From an optimization exercise on the open Yosys and OpenROAD flow, aimed at small area; shortcuts taken in it are not production practice.
RTL that was checked went through simulation tests only; none was proved equivalent to the original.
Power figures rest on the tool's default switching activity, not on a simulated workload.

==> flow/design.v (excerpt) <==
module mi_decim (
    input  wire        clk,
    input  wire        rst,
    input  wire        en,
    input  wire        align,
    input  wire        invert,
    input  wire        mod_tick,
    input  wire        mod_dat,
    input  wire [4:0]  guard_count,
    input  wire        guard_hi_en,
    input  wire        guard_lo_en,
    input  wire [23:0] guard_hi,
    input  wire [23:0] guard_lo,
    input  wire        ovr_clr,
    output reg         swift_valid,    
    output wire [31:0] swift_word,
    output reg         control_valid,    
    output wire [31:0] control_word,
    output reg         quiet_valid,    
    output wire [31:0] quiet_word,
    output reg         record_valid,    
    output wire [31:0] record_word,
    output reg         stat_ovr,
    output reg         ovr_sticky,
    output reg         guard_hi_live,
    output reg         guard_lo_live
);
Size in the first run: about 200 I/O pins, roughly 12000 um^2 of cells after synthesis.
==> flow/config.mk <==
export PLATFORM = sky130hd
export DESIGN_NAME = mi_decim
export DESIGN_NICKNAME = mi_decim
export VERILOG_FILES = /design/flow/design.v
export SDC_FILE = /design/flow/constraint.sdc
export NUM_CORES = 4
export LEC_CHECK = 0
export ABC_CLOCK_PERIOD_IN_PS = 15000
export CAP_MARGIN = 20
export CORE_MARGIN = 2
export CORE_UTILIZATION = 40
export SLEW_MARGIN = 20
==> flow/constraint.sdc <==
create_clock -name core_clock -period 40.0 [get_ports {clk}]
set_input_delay 8.0000 -clock core_clock [delete_from_list [all_inputs] [get_ports {clk}]]
set_output_delay 8.0000 -clock core_clock [all_outputs]
set_load 0.01 [all_outputs]
standard.sh (not shown) runs the stock make flow with config.mk's settings and CLKGATE_MAP_FILE= SYNTH_SCRIPT=/design/flow/synth_recipe.tcl, a recipe that flattens the netlist after the stock synthesis.
==> flow/flow/run.sh <==
#!/bin/bash
# The standard layout (standard.sh), with three changes:
# - after the standard synthesis, OpenROAD's restructure re-maps the
#   combinational logic for area (registers are not touched), from a copy of
#   the Liberty file without the platform's don't-use cells;
# - each port is buffered by a buf_1 instead of the resizer's default pick;
# - clock tree: clkbuf_4 buffers, clusters of at most 10 sinks within 40 um,
#   no dummy loads.
# Each tool's output goes to a log of its own here: standard_synth.log,
# filter_lib.log, restructure.log, standard.log (the tools' own logs are under orfs/logs).
set -euo pipefail
ARGS=("BUFFER_PORTS_ARGS=-buffer_cell sky130_fd_sc_hd__buf_1"
      "CTS_ARGS=-sink_clustering_enable -repair_clock_nets -dont_use_dummy_load -buf_list {sky130_fd_sc_hd__clkbuf_1 sky130_fd_sc_hd__clkbuf_2} -sink_clustering_size 6 -sink_clustering_max_diameter 30")
bash standard.sh "${ARGS[@]}" synth > standard_synth.log 2>&1
RES=orfs/results/$FLOW_PLATFORM/mi_decim/base
LIB=$FLOW_HOME/platforms/$FLOW_PLATFORM/lib/sky130_fd_sc_hd__tt_025C_1v80.lib
python3 flow/filter_lib.py $LIB rs_use.lib 'sky130_fd_sc_hd__(lpflow_.*|probe_p_8|probec_p_8)' > filter_lib.log 2>&1
mkdir -p rs_work
cat > restructure.tcl <<EOT
read_db $RES/1_synth.odb
read_liberty $LIB
read_sdc $RES/1_synth.sdc
report_design_area
restructure -target area -liberty_file rs_use.lib -tielo_port sky130_fd_sc_hd__conb_1/LO -tiehi_port sky130_fd_sc_hd__conb_1/HI -work_dir rs_work
report_design_area
write_db $RES/1_synth.odb
EOT
openroad -no_init -exit restructure.tcl > restructure.log 2>&1
bash standard.sh "${ARGS[@]}" finish > standard.log 2>&1
==> flow/flow/filter_lib.py <==
"""Copy a Liberty file without the cells whose names match the given regular
expression (the platform's don't-use cells), so that restructure cannot pick
them. Usage: filter_lib.py IN.lib OUT.lib REGEX"""
import re
import sys

src, dst, pat = sys.argv[1], sys.argv[2], re.compile(sys.argv[3])
cell = re.compile(r'^\s*cell\s*\(\s*"?([A-Za-z0-9_]+)"?\s*\)\s*\{')
out = []
skip = 0
with open(src) as f:
    for line in f:
        if skip:
            skip += line.count("{") - line.count("}")
            continue
        m = cell.match(line)
        if m and pat.fullmatch(m.group(1)):
            skip = line.count("{") - line.count("}")
            continue
        out.append(line)
with open(dst, "w") as f:
    f.writelines(out)
The first run finished with timing, DRC and antenna clean.
Rerun with:
--- a/flow/flow/run.sh
+++ b/flow/flow/run.sh
@@ -13 +13 @@
-      "CTS_ARGS=-sink_clustering_enable -repair_clock_nets -dont_use_dummy_load -buf_list {sky130_fd_sc_hd__clkbuf_1 sky130_fd_sc_hd__clkbuf_2} -sink_clustering_size 6 -sink_clustering_max_diameter 30")
+      "CTS_ARGS=-sink_clustering_enable -repair_clock_nets -dont_use_dummy_load -buf_list sky130_fd_sc_hd__clkbuf_4 -sink_clustering_size 10 -sink_clustering_max_diameter 40")
PLACE_DENSITY = 0.6   (was unset)
Result:
- The new run ran to the end with no violations
- sequential cell count stays the same
- register-to-register slack gets better by 0.06 ns
- via count decreases slightly
- routed wire length decreases slightly
- critical path depth stays the same
- worst setup slack gets worse by 0.11 ns
- combinational power hardly moves
- clock skew decreases by 0.052 ns
- non-clock buffer count stays the same
- sequential share of layout area stays flat
- synthesized cell count stays the same
Rerun with:
PLACE_DENSITY = unset   (was 0.6)
The new run went through all stages and came out clean.
Synthesized area stays the same.
Combinational power stays flat.
Total power does not change.
Wire length stays the same.
Utilization does not change.
Global-route usage stays the same.
Register-to-register slack barely changes.
Synthesized cell count stays the same.
Setup slack is unchanged.
Rerun with:
CAP_MARGIN = 5   (was 20)
SLEW_MARGIN = 5   (was 20)
Outcome:
- design area is unchanged
- non-clock buffer count stays the same
- count of clock-buffer cells in the layout does not change
- sequential cell count is unchanged

---

mi_decim, a different RTL version from the one above (not shown whole).
Size: about 1000 cells after synthesis, roughly 290 flip-flops, ~0.013 mm^2 of cells after synthesis.
==> flow/config.mk <==
export PLATFORM = sky130hd
export DESIGN_NAME = mi_decim
export DESIGN_NICKNAME = mi_decim
export VERILOG_FILES = /design/flow/design.v
export SDC_FILE = /design/flow/constraint.sdc
export NUM_CORES = 4
export LEC_CHECK = 0
export ABC_CLOCK_PERIOD_IN_PS = 15000
export CAP_MARGIN = 20
export CORE_MARGIN = 2
export CORE_UTILIZATION = 40
export SLEW_MARGIN = 20
==> flow/constraint.sdc <==
create_clock -name core_clock -period 40.0 [get_ports {clk}]
set_input_delay 8.0000 -clock core_clock [delete_from_list [all_inputs] [get_ports {clk}]]
set_output_delay 8.0000 -clock core_clock [all_outputs]
set_load 0.01 [all_outputs]
==> flow/flow/run.sh <==
#!/bin/bash
set -euo pipefail
bash standard.sh "BUFFER_PORTS_ARGS=-buffer_cell sky130_fd_sc_hd__buf_1" \
  "CTS_ARGS=-sink_clustering_enable -repair_clock_nets -dont_use_dummy_load -buf_list {sky130_fd_sc_hd__clkbuf_2 sky130_fd_sc_hd__clkbuf_4} -root_buf sky130_fd_sc_hd__clkbuf_8 -sink_clustering_size 10 -sink_clustering_max_diameter 40" \
  finish > standard.log 2>&1
Rerun with:
==> flow/flow/run.sh (replaced) <==
#!/bin/bash
set -euo pipefail
bash standard.sh "BUFFER_PORTS_ARGS=-buffer_cell sky130_fd_sc_hd__buf_1" \
  "CTS_ARGS=-sink_clustering_enable -repair_clock_nets -dont_use_dummy_load -buf_list sky130_fd_sc_hd__clkbuf_4 -sink_clustering_size 10 -sink_clustering_max_diameter 40" \
  finish > standard.log 2>&1
Via count stays flat; total power falls slightly; design area stays flat.
Rerun with:
==> flow/flow/run.sh (replaced) <==
#!/bin/bash
set -euo pipefail
bash standard.sh "BUFFER_PORTS_ARGS=-buffer_cell sky130_fd_sc_hd__buf_1" \
  "CTS_ARGS=-sink_clustering_enable -repair_clock_nets -dont_use_dummy_load -buf_list sky130_fd_sc_hd__clkbuf_8 -sink_clustering_size 16 -sink_clustering_max_diameter 60" \
  finish > standard.log 2>&1
After rerunning:
- wire length hardly moves
- first-iteration DRC count is higher by 12%
- clock power is higher by about 6%
- cell area stays flat
- sequential share of layout area is lower by 0.14 points
- maximum frequency is lower by 0.55%
- worst setup slack degrades by 0.16 ns
Rerun with:
==> flow/flow/run.sh (replaced) <==
#!/bin/bash
set -euo pipefail
bash standard.sh "BUFFER_PORTS_ARGS=-buffer_cell sky130_fd_sc_hd__buf_1" \
  "CTS_ARGS=-sink_clustering_enable -repair_clock_nets -dont_use_dummy_load -buf_list sky130_fd_sc_hd__clkbuf_16 -sink_clustering_size 30 -sink_clustering_max_diameter 80" \
  finish > standard.log 2>&1
Result:
- The new run completed with no timing, DRC or antenna violations
- clock skew drops by 0.034 ns
- total power is higher slightly
- cell count drops slightly
- global-route usage came out lower by 0.19 points
- synthesized cell count does not change
- hold slack improves by 0.029 ns
- via count stays flat
- worst setup slack improved by 0.030 ns
- non-clock buffer count is unchanged
- design area barely changes
No functional check of the RTL was part of any run of this note.

---

Setup of sierra:
mi_decim, a different RTL version from the one above (not shown whole).
For scale: about 1100 cells after synthesis.
export LEC_CHECK = 0
export ABC_CLOCK_PERIOD_IN_PS = 15000
export CAP_MARGIN = 20
export CORE_MARGIN = 2
export CORE_UTILIZATION = 40
export SLEW_MARGIN = 20
create_clock -name core_clock -period 40.0 [get_ports {clk}]
==> flow/flow/run.sh <==
#!/bin/bash
# The standard layout (standard.sh), with three changes:
# - the combinational logic of the standard synthesis is mapped again for
#   area by ABC (deepsyn, then amap) in Yosys; the flip-flops are kept as
#   they are (same instances, names and cells), only the gates between them
#   change;
# - each port is buffered by a buf_1 instead of the resizer's default pick;
# - clock tree: clkbuf_4 buffers, clusters of at most 10 sinks within 60 um,
#   no dummy loads.
# Each tool's output goes to a log of its own here: standard_synth.log,
# prep.log, resynth.log, check.log, standard.log (the tools' own logs of the
# standard steps are under orfs/logs).
set -euo pipefail
ARGS=("BUFFER_PORTS_ARGS=-buffer_cell sky130_fd_sc_hd__buf_1"
      "CTS_ARGS=-sink_clustering_enable -repair_clock_nets -dont_use_dummy_load -buf_list sky130_fd_sc_hd__clkbuf_4 -sink_clustering_size 10 -sink_clustering_max_diameter 60")
RES=$PWD/orfs/results/$FLOW_PLATFORM/mi_decim/base
LIB=$FLOW_HOME/platforms/$FLOW_PLATFORM/lib/sky130_fd_sc_hd__tt_025C_1v80.lib
YOSYS=$(command -v yosys || echo "$FLOW_HOME/../tools/install/yosys/bin/yosys")

# 1. the standard synthesis, up to its netlist
bash standard.sh "${ARGS[@]}" "$RES/1_2_yosys.v" > standard_synth.log 2>&1
cp "$RES/1_2_yosys.v" standard_netlist.v

# 2. the library without the platform's don't-use cells, its combinational
#    cells as Verilog, and the netlist with its flip-flops as Yosys cells
{
  python3 flow/filter_lib.py "$LIB" use.lib 'sky130_fd_sc_hd__(lpflow_.*|probe_p_8|probec_p_8)'
  python3 flow/genmodels.py use.lib comb_models.v
  python3 flow/ff2int.py standard_netlist.v netlist_int.v
} > prep.log 2>&1

# 3. map the gates again
cat > resynth.ys <<EOT
read_liberty -lib use.lib
read_verilog -overwrite comb_models.v
read_verilog -icells netlist_int.v
hierarchy -check -top $FLOW_TOP
flatten
simplemap
opt_clean -purge
abc -liberty use.lib -script flow/area.abc
read_liberty -lib -overwrite use.lib
opt_clean -purge
hilomap -singleton -hicell sky130_fd_sc_hd__conb_1 HI -locell sky130_fd_sc_hd__conb_1 LO
splitnets
insbuf -buf sky130_fd_sc_hd__buf_4 A X
opt_clean -purge
check -assert
write_verilog -noattr -noexpr -nohex -nodec resynth_int.v
EOT
"$YOSYS" -s resynth.ys > resynth.log 2>&1
python3 flow/int2ff.py resynth_int.v resynth.v >> prep.log 2>&1

# 4. check the new netlist: mapped, and the same flip-flops as the standard one
cat > check.ys <<EOT
read_liberty -lib use.lib
read_verilog resynth.v
hierarchy -check -top $FLOW_TOP
check -assert -mapped
stat -liberty use.lib
EOT
"$YOSYS" -s check.ys > check.log 2>&1
python3 - >> check.log 2>&1 <<'EOT'
import re, sys
def flops(f):
    v = open(f).read()
    return sorted((t, n.strip()) for t, n in
                  re.findall(r'^\s*(sky130_fd_sc_hd__\w*df\w*)\s+(\S+\s?)\s*\(', v, re.M))
a, b = flops('standard_netlist.v'), flops('resynth.v')
print('flip-flops: standard', len(a), 'resynthesized', len(b), 'same' if a == b else 'DIFFERENT')
sys.exit(0 if a == b else 1)
EOT
cp resynth.v "$RES/1_2_yosys.v"

# 5. the rest of the standard layout
bash standard.sh "${ARGS[@]}" finish > standard.log 2>&1
==> flow/flow/area.abc <==
strash
&get -n
&deepsyn -J 800 -T 1800
&put
dch -f
amap
strash
dch -f
amap
topo
Scripts as last shown in full above: flow/flow/filter_lib.py
Other scripts of this flow, unchanged in this note and not shown: flow/flow/ff2int.py, flow/flow/genmodels.py, flow/flow/int2ff.py
The following lists how harbor was set up differently from sierra:
--- a/flow/flow/run.sh
+++ b/flow/flow/run.sh
@@ -6,5 +6,5 @@
 #   change;
 # - each port is buffered by a buf_1 instead of the resizer's default pick;
-# - clock tree: clkbuf_4 buffers, clusters of at most 10 sinks within 60 um,
+# - clock tree: clkbuf_4 buffers, clusters of at most 10 sinks within 40 um,
 #   no dummy loads.
 # Each tool's output goes to a log of its own here: standard_synth.log,
@@ -13,5 +13,5 @@
 set -euo pipefail
 ARGS=("BUFFER_PORTS_ARGS=-buffer_cell sky130_fd_sc_hd__buf_1"
-      "CTS_ARGS=-sink_clustering_enable -repair_clock_nets -dont_use_dummy_load -buf_list sky130_fd_sc_hd__clkbuf_4 -sink_clustering_size 10 -sink_clustering_max_diameter 60")
+      "CTS_ARGS=-sink_clustering_enable -repair_clock_nets -dont_use_dummy_load -buf_list sky130_fd_sc_hd__clkbuf_4 -sink_clustering_size 10 -sink_clustering_max_diameter 40")
 RES=$PWD/orfs/results/$FLOW_PLATFORM/mi_decim/base
 LIB=$FLOW_HOME/platforms/$FLOW_PLATFORM/lib/sky130_fd_sc_hd__tt_025C_1v80.lib
==> flow/flow/area.abc <==
strash
&get -n
&deepsyn -J 200 -T 900
&put
dch -f
amap
topo
Results
- Looking at overall fraction of global-route tracks in use, harbor sits 0.95 points below sierra.
- Taking sierra as the reference, in harbor number of inverters outside the clock class in the layout saw a decrease; total power went up by 20 uW; met1 wire length decreased about 5%.

separate check: timing with driven ports:
Ports are ideal in the flow. The routed layouts listed here were re-timed in OpenROAD.
Step 1 assumes that a clkbuf_16 drives the clock port and a buf_2 every other input.
Step 2 times the ports against the registers' clock, not the clock port: input delays grow and output delays shrink by t, the midpoint of the rising clock arrivals with the driver on.
Three values: ideal, step 1, step 2; two values: the first two.
run	shift t [ns]	slack for setup (ns)	hold slack, ns	worst setup path at the end
the first run of note 1	0.819	10.253 / 10.276 / 9.458	0.338 / 0.338 / 0.338	input to register
the second run of note 1	0.637	10.139 / 10.163 / 9.525	0.374 / 0.374 / 0.374	input to register
the third run of note 1	0.637	10.139 / 10.163 / 9.525	0.374 / 0.374 / 0.374	input to register
the fourth run of note 1	0.637	10.139 / 10.163 / 9.525	0.374 / 0.374 / 0.374	input to register
the first run of note 2	0.544	10.827 / 10.852 / 10.308	0.376 / 0.376 / 0.376	input to register
the second run of note 2	0.635	10.936 / 10.952 / 10.317	0.355 / 0.355 / 0.355	input to register
the third run of note 2	0.590	10.776 / 10.804 / 10.214	0.371 / 0.371 / 0.371	input to register
the fourth run of note 2	0.530	10.806 / 10.836 / 10.306	0.400 / 0.400 / 0.400	input to register
sierra	0.666	15.051 / 15.076 / 14.410	0.373 / 0.373 / 0.373	input to register
harbor	0.663	13.157 / 13.180 / 12.517	0.368 / 0.368 / 0.368	input to register
After both steps setup and hold are still met in every run listed. The setup slack of the first run of note 1, which loses most, moves by +0.023 ns with the drivers and by -0.795 ns with both steps.
